From an optimization exercise on the open Yosys and OpenROAD flow, aimed at small area, a short achievable clock period and few clock cycles; shortcuts taken in it are not production practice.
At most, simulation tests tie the RTL to the original design; equivalence was not proved.

==> run M: inputs <==
## cv_engine
module cv_engine (
    input  wire        clk,
    input  wire        rst,
    input  wire        go,
    input  wire [1:0]  cfg_poly,
    input  wire        cfg_mode,       
    input  wire        cfg_cont,
    input  wire [1:0]  cfg_awidth,
    input  wire [31:0] cfg_init,
    input  wire [24:0] cfg_len,
    input  wire [8:0]  cfg_count,
    input  wire [11:0] cfg_crcoff,
    input  wire [11:0] cfg_aoff,
    input  wire        ctx_we,
    input  wire [31:0] ctx_run,
    input  wire [31:0] ctx_alast,
    input  wire        ctx_avalid,
    input  wire [3:0]  err_clr,
    input  wire        in_valid,
    input  wire [31:0] in_data,
    output wire        in_ready,
    output wire        busy,
    output reg         done,
    output wire [1:0]  result,
    output reg  [8:0]  donemsg,
    output reg  [31:0] run_val,
    output reg  [31:0] crc_result,
    output reg  [31:0] alast,
    output reg         avalid,
    output reg  [15:0] cnt_ok,
    output reg  [15:0] cnt_crcerr,
    output reg  [15:0] cnt_repeat,
    output reg  [15:0] cnt_jump,
    output reg  [3:0]  err
);
make LEC_CHECK=0 CAP_MARGIN=20 CORE_MARGIN=2 CORE_UTILIZATION=40 SLEW_MARGIN=20 finish   # period 10.0 ns
run.sh (not shown) runs the stock make flow with config.mk's settings and CLKGATE_MAP_FILE= SYNTH_SCRIPT=/design/flow/synth_recipe.tcl, a recipe that flattens the netlist after the stock synthesis.
==> run Z: changes against run M <==
--- a/flow/design.v
+++ b/flow/design.v
@@ -144,18 +144,35 @@
             2'd0:    rotl = w;
             2'd1:    rotl = {w[23:0], w[31:24]};
             2'd2:    rotl = {w[15:0], w[31:16]};
             default: rotl = {w[7:0],  w[31:8]};
         endcase
     endfunction
+    function [24:0] add25(input [24:0] a, input [24:0] b, input cin);
+        reg [24:0] g, p, gg, pp;
+        integer k, d;
+        begin
+            g = a & b;
+            p = a ^ b;
+            gg = g;
+            pp = p;
+            gg[0] = g[0] | (p[0] & cin);
+            for (d = 1; d < 25; d = d * 2)
+                for (k = 24; k >= d; k = k - 1) begin
+                    gg[k] = gg[k] | (pp[k] & gg[k - d]);
+                    pp[k] = pp[k] & pp[k - d];
+                end
+            add25 = p ^ {gg[23:0], cin};
+        end
+    endfunction
     function [3:0] clamp4(input [13:0] d);
         if (!d[13] && d[12:2] != 11'd0)          clamp4 = 4'd4;
         else if (d[13] && d[12:2] != 11'h7FF)    clamp4 = 4'b1100;
         else                                     clamp4 = d[3:0];
     endfunction
-    reg        busy_q, chk_q, first_q, res_q;
+    reg        busy_q, first_q, res_q;
     reg [1:0]  poly_q, aw_q;
     reg        mode_q, cont_q;
     reg [31:0] init_q;        
     reg [24:0] rem_q;         
     reg [12:0] len_q;         
     reg [13:0] dc_q;          
@@ -171,56 +188,68 @@
     reg [3:0]  sen_q, aen_q;
     reg [31:0] stored_q, alive_q;
     reg        p2_q, l2_q;
     assign busy     = busy_q;
     assign in_ready = rdy_q;
     assign result   = {1'b0, res_q};
-    wire [2:0] cwb = (poly_q == 2'd2) ? 3'd2 : (poly_q == 2'd3) ? 3'd1 : 3'd4;
+    wire [2:0] cwb = (cfg_poly == 2'd2) ? 3'd2 : (cfg_poly == 2'd3) ? 3'd1 : 3'd4;
+    wire [2:0] awb_in = (cfg_awidth == 2'd1) ? 3'd1 : (cfg_awidth == 2'd2) ? 3'd2 :
+                        (cfg_awidth == 2'd3) ? 3'd4 : 3'd0;
+    wire [24:0] troom_cw = add25({12'd0, cfg_len[12:0]}, ~{13'd0, cfg_crcoff}, 1'b1);
+    wire [24:0] troom_aw = add25({12'd0, cfg_len[12:0]}, ~{13'd0, cfg_aoff}, 1'b1);
+    wire [13:0] troom_c = troom_cw[13:0];
+    wire [13:0] troom_a = troom_aw[13:0];
+    wire bad_c = troom_c[13] || ((troom_c[12:3] == 10'd0) && (troom_c[2:0] < cwb));
+    wire bad_a = (cfg_awidth != 2'd0) &&
+                 (troom_a[13] || ((troom_a[12:3] == 10'd0) && (troom_a[2:0] < awb_in)));
+    wire bad_s = (cfg_len == 25'd0) || (cfg_len[24] && (cfg_len[23:0] != 24'd0));
+    wire bad_m = (cfg_len[24:13] != 12'd0) || (cfg_len[12] && (cfg_len[11:0] != 12'd0)) ||
+                 (cfg_len[12:3] == 10'd0) || (cfg_count == 9'd0) ||
+                 (cfg_count[8] && (cfg_count[7:0] != 8'd0)) || bad_c || bad_a;
+    wire bad = cfg_mode ? bad_m : bad_s;
     wire [2:0] awb = (aw_q == 2'd1) ? 3'd1 : (aw_q == 2'd2) ? 3'd2 : (aw_q == 2'd3) ? 3'd4 : 3'd0;
-    wire bad_s = (rem_q == 25'd0) || (rem_q[24] && (rem_q[23:0] != 24'd0));
-    wire bad_m = (rem_q < 25'd8) || (rem_q > 25'd4096) || cntm1_q[8] ||
-                 ((dc_q[12:0] + {10'd0, cwb}) > len_q) ||
-                 ((aw_q != 2'd0) && ((da_q[12:0] + {10'd0, awb}) > len_q));
-    wire bad = mode_q ? bad_m : bad_s;
+    wire [2:0] cwb_q = (poly_q == 2'd2) ? 3'd2 : (poly_q == 2'd3) ? 3'd1 : 3'd4;
     wire       fetch = in_valid && rdy_q;
     wire       beat  = fetch || pendb_q;
     wire [1:0] s     = pendb_q ? sb_q : 2'd0;
     wire       endh  = (rem_q[24:3] == 22'd0) && (rem_q[2:0] <= 3'd4) && !pendb_q;
     wire       last  = endh && (!mode_q || (donemsg == cntm1_q));
     wire       bnd   = endh && !last;                  
     wire       r4    = rem_q[2];                       
-    wire [24:0] rem_m4 = rem_q - 25'd4;
-    wire [12:0] rem_b  = len_q + {11'd0, rem_q[1:0]};
-    wire [13:0] dc_m4  = dc_q - 14'd4;
-    wire [13:0] dc_l   = dc_q + {1'b0, len_q};
-    wire [13:0] dc_b   = r4 ? dc_l - 14'd4 : dc_l;
-    wire [13:0] da_m4  = da_q - 14'd4;
-    wire [13:0] da_l   = da_q + {1'b0, len_q};
-    wire [13:0] da_b   = r4 ? da_l - 14'd4 : da_l;
+    wire [24:0] rem_m4 = add25(rem_q, 25'h1FFFFFC, 1'b0);
+    wire [24:0] rem_bw = add25({12'd0, len_q}, {23'd0, rem_q[1:0]}, 1'b0);
+    wire [12:0] rem_b  = rem_bw[12:0];
+    wire [12:0] lx     = {len_q[12:2] - {10'd0, r4}, len_q[1:0]};    
+    wire [24:0] dc_m4w = add25({11'd0, dc_q}, 25'h1FFFFFC, 1'b0);
+    wire [24:0] dc_bw  = add25({11'd0, dc_q}, {12'd0, lx}, 1'b0);
+    wire [24:0] da_m4w = add25({11'd0, da_q}, 25'h1FFFFFC, 1'b0);
+    wire [24:0] da_bw  = add25({11'd0, da_q}, {12'd0, lx}, 1'b0);
+    wire [13:0] dc_m4  = dc_m4w[13:0];
+    wire [13:0] dc_b   = dc_bw[13:0];
+    wire [13:0] da_m4  = da_m4w[13:0];
+    wire [13:0] da_b   = da_bw[13:0];
     wire [24:0] rem_nx = bnd ? {12'd0, rem_b} : rem_m4;
     wire [13:0] dc_nx  = bnd ? dc_b : dc_m4;
     wire [13:0] da_nx  = bnd ? da_b : da_m4;
     wire [3:0]  dcl = mode_q ? clamp4(dc_q) : ((rem_q[24:2] != 23'd0) ? 4'd4 : {2'b00, rem_q[1:0]});
     wire [3:0]  dal = clamp4(da_q);
     wire [3:0]  ec  = (dcl[3] || (dcl[2:0] < {1'b0, s})) ? {2'b00, s} : dcl;
     wire [3:0]  dce = dcl + 4'd4;     
     wire [3:0]  dae = dal + 4'd4;
     wire [2:0]  nb  = ec[2:0] - {1'b0, s};
     wire [1:0]  rho = 2'd0 - dcl[1:0];
     wire [1:0]  rhoa = 2'd0 - dal[1:0];
-    wire [31:0] wsrc = pendb_q ? w_q : in_data;
-    wire [1:0]  wrot = pendb_q ? rho - rho_q : rho;
     reg  [3:0]  sen, aen;
     integer i;
     always @(*) begin
         for (i = 0; i < 4; i = i + 1) begin
-            sen[i] = mode_q && (i < cwb) && ({1'b0, dce} + i >= 4) && ({1'b0, dce} + i <= 7);
+            sen[i] = mode_q && (i < cwb_q) && ({1'b0, dce} + i >= 4) && ({1'b0, dce} + i <= 7);
             aen[i] = mode_q && (i < awb) && ({1'b0, dae} + i >= 4) && ({1'b0, dae} + i <= 7);
         end
     end
-    wire [31:0] rot  = w_q;
+    wire [31:0] rot  = rotl(w_q, rho_q);
     wire [31:0] rota = rotl(w_q, rhoa_q);
     reg  [31:0] ush, csh;
     always @(*) begin
         case (n_q)
             3'd1:    begin ush = {run_val[7:0],  24'd0}  ^ {rot[31:24], 24'd0}; csh = {8'd0,  run_val[31:8]};  end
             3'd2:    begin ush = {run_val[15:0], 16'd0}  ^ {rot[31:16], 16'd0}; csh = {16'd0, run_val[31:16]}; end
@@ -245,18 +274,29 @@
     wire [31:0] tseln = p2 ? {16'd0, t2[7:0], t2[15:8]} : tsel;
     wire [31:0] nxn  = cshn ^ tseln;
     wire [31:0] wmask = (poly_q == 2'd2) ? 32'h0000FFFF : (poly_q == 2'd3) ? 32'h000000FF : 32'hFFFFFFFF;
     wire        match = (((stored_q ^ crc_result) & wmask) == 32'd0);
     wire [31:0] amask = (aw_q == 2'd1) ? 32'h000000FF : (aw_q == 2'd2) ? 32'h0000FFFF : 32'hFFFFFFFF;
     wire [31:0] acnt  = alive_q & amask;
-    wire        a_ok  = (acnt == ((alast + 32'd1) & amask));
-    wire        a_rep = (acnt == (alast & amask));
+    wire [31:0] adiff = (alive_q ^ alast) & amask;
+    reg  [31:0] ainc;                 
+    always @(*) begin
+        ainc[0] = 1'b1;
+        for (i = 1; i < 32; i = i + 1) ainc[i] = ainc[i - 1] & alast[i - 1];
+    end
+    wire        a_ok  = (adiff == (ainc & amask));
+    wire        a_rep = (adiff == 32'd0);
+    wire [24:0] donemsg_inc = add25({16'd0, donemsg}, 25'd0, 1'b1);
+    wire [24:0] crcerr_inc  = add25({9'd0, cnt_crcerr}, 25'd0, 1'b1);
+    wire [24:0] ok_inc      = add25({9'd0, cnt_ok}, 25'd0, 1'b1);
+    wire [24:0] repeat_inc  = add25({9'd0, cnt_repeat}, 25'd0, 1'b1);
+    wire [24:0] jump_inc    = add25({9'd0, cnt_jump}, 25'd0, 1'b1);
+    wire [24:0] count_m1    = add25({16'd0, cfg_count}, 25'h1FFFFFF, 1'b0);
     always @(posedge clk) begin
         if (rst) begin
             busy_q     <= 1'b0;
-            chk_q      <= 1'b0;
             first_q    <= 1'b0;
             rdy_q      <= 1'b0;
             pendb_q    <= 1'b0;
             bv_q       <= 1'b0;
             p2_q       <= 1'b0;
             done       <= 1'b0;
@@ -277,37 +317,32 @@
             if (!busy_q && ctx_we) begin
                 run_val <= ctx_run;
                 alast   <= ctx_alast;
                 avalid  <= ctx_avalid;
             end
             if (!busy_q && go) begin
-                busy_q <= 1'b1;
-                chk_q  <= 1'b1;
-            end
-            if (chk_q) begin
-                chk_q <= 1'b0;
                 donemsg <= 9'd0;
                 if (bad) begin
-                    busy_q  <= 1'b0;
                     done    <= 1'b1;
                     res_q   <= 1'b1;
                     err[3]  <= 1'b1;
                 end else begin
+                    busy_q  <= 1'b1;
                     rdy_q   <= 1'b1;
                     first_q <= 1'b1;
                     res_q   <= 1'b0;
                 end
             end
             if (first_q) begin
                 first_q <= 1'b0;
                 run_val <= (cont_q && !mode_q) ? conv(run_val, poly_q) : init_q;
             end
             bv_q   <= beat;
             if (fetch) begin
                 if (endh) begin
-                    if (mode_q) donemsg <= donemsg + 9'd1;
+                    if (mode_q) donemsg <= donemsg_inc[8:0];
                     if (last) begin
                         rdy_q <= 1'b0;
                     end else if (rem_q[2:0] != 3'd4) begin
                         rdy_q   <= 1'b0;
                         pendb_q <= 1'b1;
                     end
@@ -328,27 +363,27 @@
                         err[3] <= 1'b1;
                     end
                 end
             end
             if (p2_q) begin
                 if (!match) begin
-                    if (cnt_crcerr != 16'hFFFF) cnt_crcerr <= cnt_crcerr + 16'd1;
+                    if (cnt_crcerr != 16'hFFFF) cnt_crcerr <= crcerr_inc[15:0];
                     err[0] <= 1'b1;
                 end else if (aw_q != 2'd0) begin
                     if (!avalid) begin
                         alast  <= acnt;
                         avalid <= 1'b1;
                     end else if (a_ok) begin
                         alast  <= acnt;
-                        if (cnt_ok != 16'hFFFF) cnt_ok <= cnt_ok + 16'd1;
+                        if (cnt_ok != 16'hFFFF) cnt_ok <= ok_inc[15:0];
                     end else if (a_rep) begin
-                        if (cnt_repeat != 16'hFFFF) cnt_repeat <= cnt_repeat + 16'd1;
+                        if (cnt_repeat != 16'hFFFF) cnt_repeat <= repeat_inc[15:0];
                         err[1] <= 1'b1;
                     end else begin
                         alast  <= acnt;
-                        if (cnt_jump != 16'hFFFF) cnt_jump <= cnt_jump + 16'd1;
+                        if (cnt_jump != 16'hFFFF) cnt_jump <= jump_inc[15:0];
                         err[2] <= 1'b1;
                     end
                 end
                 if (l2_q) begin
                     busy_q <= 1'b0;
                     done   <= 1'b1;
@@ -365,27 +400,27 @@
             aw_q    <= cfg_awidth;
             init_q  <= conv(cfg_init, cfg_poly);
             rem_q   <= cfg_len;
             len_q   <= cfg_len[12:0];
             dc_q    <= {2'b00, cfg_crcoff};
             da_q    <= {2'b00, cfg_aoff};
-            cntm1_q <= cfg_count - 9'd1;
+            cntm1_q <= count_m1[8:0];
         end else if (beat) begin
             rem_q <= rem_nx;
             dc_q  <= dc_nx;
             da_q  <= da_nx;
         end
         n_q    <= nb;
         rho_q  <= rho;
-        rhoa_q <= rhoa - rho;
+        rhoa_q <= rhoa;
         sen_q  <= sen;
         aen_q  <= aen;
         mend_q <= endh;
         last_q <= last;
         sb_q   <= rem_q[1:0];
-        if (rdy_q || pendb_q) w_q <= rotl(wsrc, wrot);
+        if (rdy_q) w_q <= in_data;
         if (bv_q) begin
             if (mend_q) l2_q <= last_q;
             if (sen_q[0]) stored_q[7:0]   <= rot[7:0];
             if (sen_q[1]) stored_q[15:8]  <= rot[15:8];
             if (sen_q[2]) stored_q[23:16] <= rot[23:16];
             if (sen_q[3]) stored_q[31:24] <= rot[31:24];
CORE_UTILIZATION = 60   (was 40)
SETUP_SLACK_MARGIN = 5   (was unset)
TNS_END_PERCENT = 100   (was unset)
==> run G: changes against run M <==
--- a/flow/design.v
+++ b/flow/design.v
@@ -187,40 +187,37 @@
     wire       endh  = (rem_q[24:3] == 22'd0) && (rem_q[2:0] <= 3'd4) && !pendb_q;
     wire       last  = endh && (!mode_q || (donemsg == cntm1_q));
     wire       bnd   = endh && !last;                  
     wire       r4    = rem_q[2];                       
     wire [24:0] rem_m4 = rem_q - 25'd4;
     wire [12:0] rem_b  = len_q + {11'd0, rem_q[1:0]};
+    wire [12:0] lx     = {len_q[12:2] - {10'd0, r4}, len_q[1:0]};    
     wire [13:0] dc_m4  = dc_q - 14'd4;
-    wire [13:0] dc_l   = dc_q + {1'b0, len_q};
-    wire [13:0] dc_b   = r4 ? dc_l - 14'd4 : dc_l;
+    wire [13:0] dc_b   = dc_q + {1'b0, lx};
     wire [13:0] da_m4  = da_q - 14'd4;
-    wire [13:0] da_l   = da_q + {1'b0, len_q};
-    wire [13:0] da_b   = r4 ? da_l - 14'd4 : da_l;
+    wire [13:0] da_b   = da_q + {1'b0, lx};
     wire [24:0] rem_nx = bnd ? {12'd0, rem_b} : rem_m4;
     wire [13:0] dc_nx  = bnd ? dc_b : dc_m4;
     wire [13:0] da_nx  = bnd ? da_b : da_m4;
     wire [3:0]  dcl = mode_q ? clamp4(dc_q) : ((rem_q[24:2] != 23'd0) ? 4'd4 : {2'b00, rem_q[1:0]});
     wire [3:0]  dal = clamp4(da_q);
     wire [3:0]  ec  = (dcl[3] || (dcl[2:0] < {1'b0, s})) ? {2'b00, s} : dcl;
     wire [3:0]  dce = dcl + 4'd4;     
     wire [3:0]  dae = dal + 4'd4;
     wire [2:0]  nb  = ec[2:0] - {1'b0, s};
     wire [1:0]  rho = 2'd0 - dcl[1:0];
     wire [1:0]  rhoa = 2'd0 - dal[1:0];
-    wire [31:0] wsrc = pendb_q ? w_q : in_data;
-    wire [1:0]  wrot = pendb_q ? rho - rho_q : rho;
     reg  [3:0]  sen, aen;
     integer i;
     always @(*) begin
         for (i = 0; i < 4; i = i + 1) begin
             sen[i] = mode_q && (i < cwb) && ({1'b0, dce} + i >= 4) && ({1'b0, dce} + i <= 7);
             aen[i] = mode_q && (i < awb) && ({1'b0, dae} + i >= 4) && ({1'b0, dae} + i <= 7);
         end
     end
-    wire [31:0] rot  = w_q;
+    wire [31:0] rot  = rotl(w_q, rho_q);
     wire [31:0] rota = rotl(w_q, rhoa_q);
     reg  [31:0] ush, csh;
     always @(*) begin
         case (n_q)
             3'd1:    begin ush = {run_val[7:0],  24'd0}  ^ {rot[31:24], 24'd0}; csh = {8'd0,  run_val[31:8]};  end
             3'd2:    begin ush = {run_val[15:0], 16'd0}  ^ {rot[31:16], 16'd0}; csh = {16'd0, run_val[31:16]}; end
@@ -245,14 +242,20 @@
     wire [31:0] tseln = p2 ? {16'd0, t2[7:0], t2[15:8]} : tsel;
     wire [31:0] nxn  = cshn ^ tseln;
     wire [31:0] wmask = (poly_q == 2'd2) ? 32'h0000FFFF : (poly_q == 2'd3) ? 32'h000000FF : 32'hFFFFFFFF;
     wire        match = (((stored_q ^ crc_result) & wmask) == 32'd0);
     wire [31:0] amask = (aw_q == 2'd1) ? 32'h000000FF : (aw_q == 2'd2) ? 32'h0000FFFF : 32'hFFFFFFFF;
     wire [31:0] acnt  = alive_q & amask;
-    wire        a_ok  = (acnt == ((alast + 32'd1) & amask));
-    wire        a_rep = (acnt == (alast & amask));
+    wire [31:0] adiff = (alive_q ^ alast) & amask;
+    reg  [31:0] ainc;                 
+    always @(*) begin
+        ainc[0] = 1'b1;
+        for (i = 1; i < 32; i = i + 1) ainc[i] = ainc[i - 1] & alast[i - 1];
+    end
+    wire        a_ok  = (adiff == (ainc & amask));
+    wire        a_rep = (adiff == 32'd0);
     always @(posedge clk) begin
         if (rst) begin
             busy_q     <= 1'b0;
             chk_q      <= 1'b0;
             first_q    <= 1'b0;
             rdy_q      <= 1'b0;
@@ -373,19 +376,19 @@
             rem_q <= rem_nx;
             dc_q  <= dc_nx;
             da_q  <= da_nx;
         end
         n_q    <= nb;
         rho_q  <= rho;
-        rhoa_q <= rhoa - rho;
+        rhoa_q <= rhoa;
         sen_q  <= sen;
         aen_q  <= aen;
         mend_q <= endh;
         last_q <= last;
         sb_q   <= rem_q[1:0];
-        if (rdy_q || pendb_q) w_q <= rotl(wsrc, wrot);
+        if (rdy_q) w_q <= in_data;
         if (bv_q) begin
             if (mend_q) l2_q <= last_q;
             if (sen_q[0]) stored_q[7:0]   <= rot[7:0];
             if (sen_q[1]) stored_q[15:8]  <= rot[15:8];
             if (sen_q[2]) stored_q[23:16] <= rot[23:16];
             if (sen_q[3]) stored_q[31:24] <= rot[31:24];
SETUP_SLACK_MARGIN = 5   (was unset)
TNS_END_PERCENT = 100   (was unset)
==> results.py <==
metrics = {
    "status": {
        "status": "no timing/DRC/antenna violations",
    },
    "timing": {
        "min_period_over_period_pct": 50.1,
        "max-slew-margin-rel_pct": 27.6,
    },
    "power_and_ir_drop": {
        "p_leak_nw": 14.6,
        "powerComb_mw": 4.46,
    },
    "yosys": {
        "synth_seq_area_share_pct": 31.0,
    },
    "layout": {
        "final_cell_mix": "xnor2_1, clkdlybuf4s50_1, nor2_1, xor2_1, a21oi_1",
        "stdcell_area_sq_um": 40800,
        "n_antenna_cell": 0,
    },
    "worst_setup_path": {
        "cp_top_family": "XOR/XNOR gates",
    },
    "grt": {
        "grt_max_degree": 91,
    },
}
(the above is from run G)
==> results.py <==
metrics = {
    "status": {
        "status": "no timing/DRC/antenna violations",
    },
    "power_and_ir_drop": {
        "p_leak_nw": 15.8,
        "powerComb_mw": 4.77,
    },
    "worst_setup_path": {
        "cp_top_family": "simple AND/OR/NAND/NOR gates",
    },
    "timing": {
        "min_period_over_period_pct": 55.8,
        "max-slew-margin-rel_pct": 16.7,
    },
    "layout": {
        "stdcell_area_sq_um": 41600,
        "n_antenna_cell": 4,
    },
    "grt": {
        "grt_max_degree": 79,
    },
    "yosys": {
        "synth_seq_area_share_pct": 29.5,
    },
}
(the above is from run M)
==> results.py <==
metrics = {
    "layout": {
        "final_cell_mix": "xnor2_1, clkdlybuf4s50_1, nor2_1, nand2_1, xor2_1",
        "n_antenna_cell": 8,
        "multi_input_area_share_pct": 55.3,
        "final_common_cell": "xnor2_1",
        "stdcell_area_sq_um": 40000,
        "num-nonclk-inverters": 132,
    },
    "drt": {
        "top_layer": "met5",
    },
    "power_and_ir_drop": {
        "p_leak_nw": 14.1,
        "powerComb_mw": 4.76,
    },
    "timing": {
        "max-slew-margin-rel_pct": 26.7,
        "min_period_over_period_pct": 51.0,
    },
    "grt": {
        "grt_max_degree": 82,
        "grt_pass1_wl_um": 195000,
    },
    "worst_setup_path": {
        "cp_top_family": "XOR/XNOR gates",
        "path_depth": 16,
    },
    "status": {
        "status": "no timing/DRC/antenna violations",
    },
    "yosys": {
        "synth_seq_area_share_pct": 31.1,
    },
}
(the above is from run Z)
Testbench counts of run M, summed over its fixed seeds: cycles 18,797.
Testbench counts of run Z, summed over its fixed seeds: cycles 18,317.
No functional check of the RTL was part of run G.

separate check: timing with driven ports:
In the flow no input, the clock included, has a driving cell. The finished layouts below were timed again as built, in two steps.
Step 1: set_driving_cell puts a clkbuf_16 on clk and a buf_2 on each other input, an assumption about the parent block.
Step 2 times the ports against the registers' clock, not the clock port: input delays grow and output delays shrink by t, the midpoint of the rising clock arrivals with the driver on.
a / b / c = ideal / step 1 / step 2; a / b = the first two.
| run | t, ns | setup WS [ns] | cell pins on the clock port's net |
|---|---|---|---|
| run M | 0.690 | 4.425 / 4.425 / 4.425 | 1 |
| run Z | 0.656 | 4.896 / 4.896 / 4.488 | 1 |
| run G | 0.665 | 4.985 / 4.985 / 4.985 | 1 |
After both steps setup and hold are still met in every run listed. For run Z, which loses most, drivers alone change the setup slack by 0.000 ns; drivers and shift together by -0.408 ns.
